Source: an optimization exercise on an open RTL-to-GDS flow (aim: small area, a short achievable clock period and few clock cycles per item). Production flows keep margins and buffers that such runs may drop.
Function was checked by simulation only, so behaviour that the tests miss may differ from the original.

## juniper
## jet_sample
module jet_sample (
    input  wire        clk,
    input  wire        rst,
    input  wire        in_valid,
    output wire        in_ready,
    input  wire [39:0] tap0,
    input  wire [39:0] tap1,
    input  wire [39:0] tap2,
    input  wire [39:0] tap3,
    input  wire [7:0]  fx,
    input  wire [7:0]  fy,
    input  wire [3:0]  outside,       
    input  wire        edge_clamp,    
    input  wire [1:0]  matrix,        
    input  wire        range_full,    
    input  wire [1:0]  alpha_mode,    
    input  wire        occ_opaque,    
    input  wire [10:0] plane_alpha,   
    output reg         out_valid,
    output reg  [9:0]  r_code,
    output reg  [9:0]  g_code,
    output reg  [9:0]  b_code,
    output reg  [19:0] alpha_p        
);
    assign in_ready = 1'b1;
    reg v0, v1, v2, v3;
    always @(posedge clk) begin
        if (rst) begin
            v0 <= 1'b0; v1 <= 1'b0; v2 <= 1'b0; v3 <= 1'b0; out_valid <= 1'b0;
        end else begin
            v0 <= in_valid; v1 <= v0; v2 <= v1; v3 <= v2; out_valid <= v3;
        end
    end
    reg [39:0] t0_q, t1_q, t2_q, t3_q;
    reg [7:0]  fx_q, fy_q;
    reg        rng_q, occ_q;
    reg [1:0]  mx_q, am_q;
    reg [10:0] pa_q;
    always @(posedge clk) begin
  ...
Size: roughly 11000 cells after synthesis, roughly 100000 µm² of cells after synthesis.
Settings: LEC_CHECK=0, ABC_AREA=1, CAP_MARGIN=20, CORE_MARGIN=2, CORE_UTILIZATION=50, SLEW_MARGIN=20; clock period 28.0 ns.
standard.sh (not shown) runs the stock make flow with config.mk's settings and CLKGATE_MAP_FILE= SYNTH_SCRIPT=/design/flow/synth_recipe.tcl, a recipe that flattens the netlist after the stock synthesis.
==> flow/flow/run.sh <==
#!/bin/bash
# Layout flow: the standard layout (standard.sh) with these changes.
#  - Yosys's synth runs with -noabc, so full adders are extracted from the
#    RTL's own adder structure before any ABC pass (fewer inverters); the
#    registers and the rest of synthesis are as in the standard flow.
#  - repair_timing aims for 21 ns of setup slack on the design's 28 ns
#    clock, i.e. it works on every path longer than 7 ns.
#  - every input and output port still gets its own buffer, but a
#    sky130_fd_sc_hd__buf_1 instead of a delay buffer; repair resizes the
#    ones on critical paths.
# The clock period, SDC and every other setting are the design's.
set -euo pipefail
bash standard.sh SYNTH_ARGS=-noabc SETUP_SLACK_MARGIN=21 \
  "BUFFER_PORTS_ARGS=-buffer_cell sky130_fd_sc_hd__buf_1" finish > standard.log 2>&1
Testbench counts of juniper, summed over its fixed seeds: cycles 16,040, samples 16,000.
Inputs modified between juniper and onyx:
- CORE_UTILIZATION: 50 -> 45
- ABC_AREA: 1 -> unset
--- a/flow/flow/run.sh
+++ b/flow/flow/run.sh
@@ -10,2 +10,4 @@
 #    ones on critical paths.
+#  - pin placement constraints (flow/io.tcl): inputs on the left edge,
+#    outputs on the right edge, clock in the middle of the bottom edge.
 # The clock period, SDC and every other setting are the design's.
@@ -13,2 +15,3 @@
 bash standard.sh SYNTH_ARGS=-noabc SETUP_SLACK_MARGIN=21 \
-  "BUFFER_PORTS_ARGS=-buffer_cell sky130_fd_sc_hd__buf_1" finish > standard.log 2>&1
+  "BUFFER_PORTS_ARGS=-buffer_cell sky130_fd_sc_hd__buf_1" \
+  "IO_CONSTRAINTS=$PWD/flow/io.tcl" finish > standard.log 2>&1
==> flow/flow/io.tcl (new file) <==
# Pin placement: the design is a pipeline, so its data inputs go on the left
# edge and its outputs on the right edge, with the clock in the middle of the
# bottom edge, where the clock tree can reach every register in fewer steps.
set data_in {}
set data_out {}
foreach p [get_ports *] {
  set n [get_name $p]
  if { $n == "clk" } { continue }
  if { [get_property $p direction] == "input" } {
    lappend data_in $n
  } else {
    lappend data_out $n
  }
}
set_io_pin_constraint -pin_names {clk} -region bottom:230-245
set_io_pin_constraint -pin_names $data_in -region left:*
set_io_pin_constraint -pin_names $data_out -region right:*
Findings:
Looking only at clock period minus final worst setup slack, and setting everything else aside, the higher value of onyx and juniper goes to juniper. Between juniper and onyx, the flow reports per-cell via count in the routed design increasing by a few percent. When the final numbers for onyx and juniper were put side by side, the complex-gate fraction of the synthesized area turned out to be greater in onyx.
The following lists how sierra was set up differently from onyx:
==> flow/flow/run.sh <==
#!/bin/bash
# Layout flow: the standard layout (standard.sh) with two changes.
#  - Yosys's synth runs with -noabc, so full adders are extracted from the
#    RTL's own adder structure before any ABC pass (fewer inverters); the
#    registers and the rest of synthesis are as in the standard flow.
#  - repair_timing aims for 21 ns of setup slack on the design's 28 ns
#    clock, i.e. it works on every path longer than 7 ns.
# The clock period, SDC and every other setting are the design's.
set -euo pipefail
bash standard.sh SYNTH_ARGS=-noabc SETUP_SLACK_MARGIN=21 finish > standard.log 2>&1
removed: flow/flow/io.tcl
[summary]
sierra: flow completed, timing, DRC and antenna clean. The lower first-pass iteration count of the detailed router of onyx and sierra is in sierra. Non-clock buffer count: sierra vs onyx up about 10%. The average via count per standard cell in sierra was lower than what onyx gave. Delta(total non-filler cell area in the finished layout, sierra - onyx) > 0. Measured against sierra, the maximum number of pins on one net before global-route repair of onyx comes out at 0.46 times the reference value. The lower multi-input gate share of total cell area of onyx and sierra is in sierra. Post-route fraction of the period consumed by the critical path delta for sierra relative to onyx: 0.17 points higher.
### sierra -> indigo
- CORE_UTILIZATION changed from 45 to 50
--- a/flow/flow/run.sh
+++ b/flow/flow/run.sh
@@ -1,3 +1,3 @@
 #!/bin/bash
-# Layout flow: the standard layout (standard.sh) with two changes.
+# Layout flow: the standard layout (standard.sh) with these changes.
 #  - Yosys's synth runs with -noabc, so full adders are extracted from the
@@ -7,4 +7,8 @@
 #    clock, i.e. it works on every path longer than 7 ns.
+#  - every input and output port still gets its own buffer, but a
+#    sky130_fd_sc_hd__buf_1 instead of a delay buffer; repair resizes the
+#    ones on critical paths.
 # The clock period, SDC and every other setting are the design's.
 set -euo pipefail
-bash standard.sh SYNTH_ARGS=-noabc SETUP_SLACK_MARGIN=21 finish > standard.log 2>&1
+bash standard.sh SYNTH_ARGS=-noabc SETUP_SLACK_MARGIN=21 \
+  "BUFFER_PORTS_ARGS=-buffer_cell sky130_fd_sc_hd__buf_1" finish > standard.log 2>&1
Results
- Portion of the clock cycle consumed by the worst path in the final layout in indigo vs sierra: down 0.17 points
- indigo: core utilization 4.3 points above sierra
- As far as synthesized area is concerned, indigo and sierra perform about the same.
- Cell count sits lower in indigo than in sierra.
- Compared indigo against sierra; mean routed wirelength per cell within noise.
- Diff sierra -> indigo: finished layout cell area lost about 2.4%, worst slew slack as a fraction of its limit dropped 3.4 points.
Here is what was changed in the inputs of maple compared with indigo.
- ABC_AREA newly set to 1
- CORE_UTILIZATION changed from 50 to 55
No stage failed in maple, and the final checks on the layout all came back clean. Transition at the pin with the smallest max-transition slack, maple and indigo, higher one = maple. Taking indigo as the reference, in maple setup slack after layout went up, non-clock buffer count went down, final area went down. maple ends up with a final critical delay including setup and external delays that is 0.0079 ns lower than in indigo. Cmp maple and indigo / average size of a mapped cell / higher: indigo. Top achievable clock speed across maple and indigo: no real change.

-- re-timing with driven ports --
No port has a modelled driver above. Below, the same layouts with a new extraction and two added sets of constraints.
Step 1 sets driving cells, clkbuf_16 on the clock port and buf_2 on the other inputs (assumed; they add their load-dependent delay and slew).
Step 2 adds t to the input delays and takes it off the output delays; t is the mean of the earliest and latest rising clock arrival at the registers after step 1. Input paths then give back, and output paths get back, about the clock's delay inside the block.
Slacks: ideal / step 1 / step 2; pairs: ideal / step 1.
| run | shift t [ns] | setup WS [ns] | worst register clock-pin slew, ns | worst slew at a driven data input, ns |
|---|---|---|---|---|
| juniper | 0.806 | 21.050 / 20.963 / 21.153 | 0.07 / 0.07 | 0.05 |
| onyx | 0.792 | 21.059 / 20.992 / 21.102 | 0.08 / 0.08 | 0.12 |
| sierra | 0.835 | 21.012 / 20.914 / 21.066 | 0.10 / 0.10 | 0.21 |
| indigo | 0.824 | 21.060 / 20.973 / 21.109 | 0.08 / 0.08 | 0.07 |
| maple | 0.797 | 21.068 / 20.981 / 21.154 | 0.07 / 0.07 | 0.06 |
After both steps every run listed still meets setup and hold.
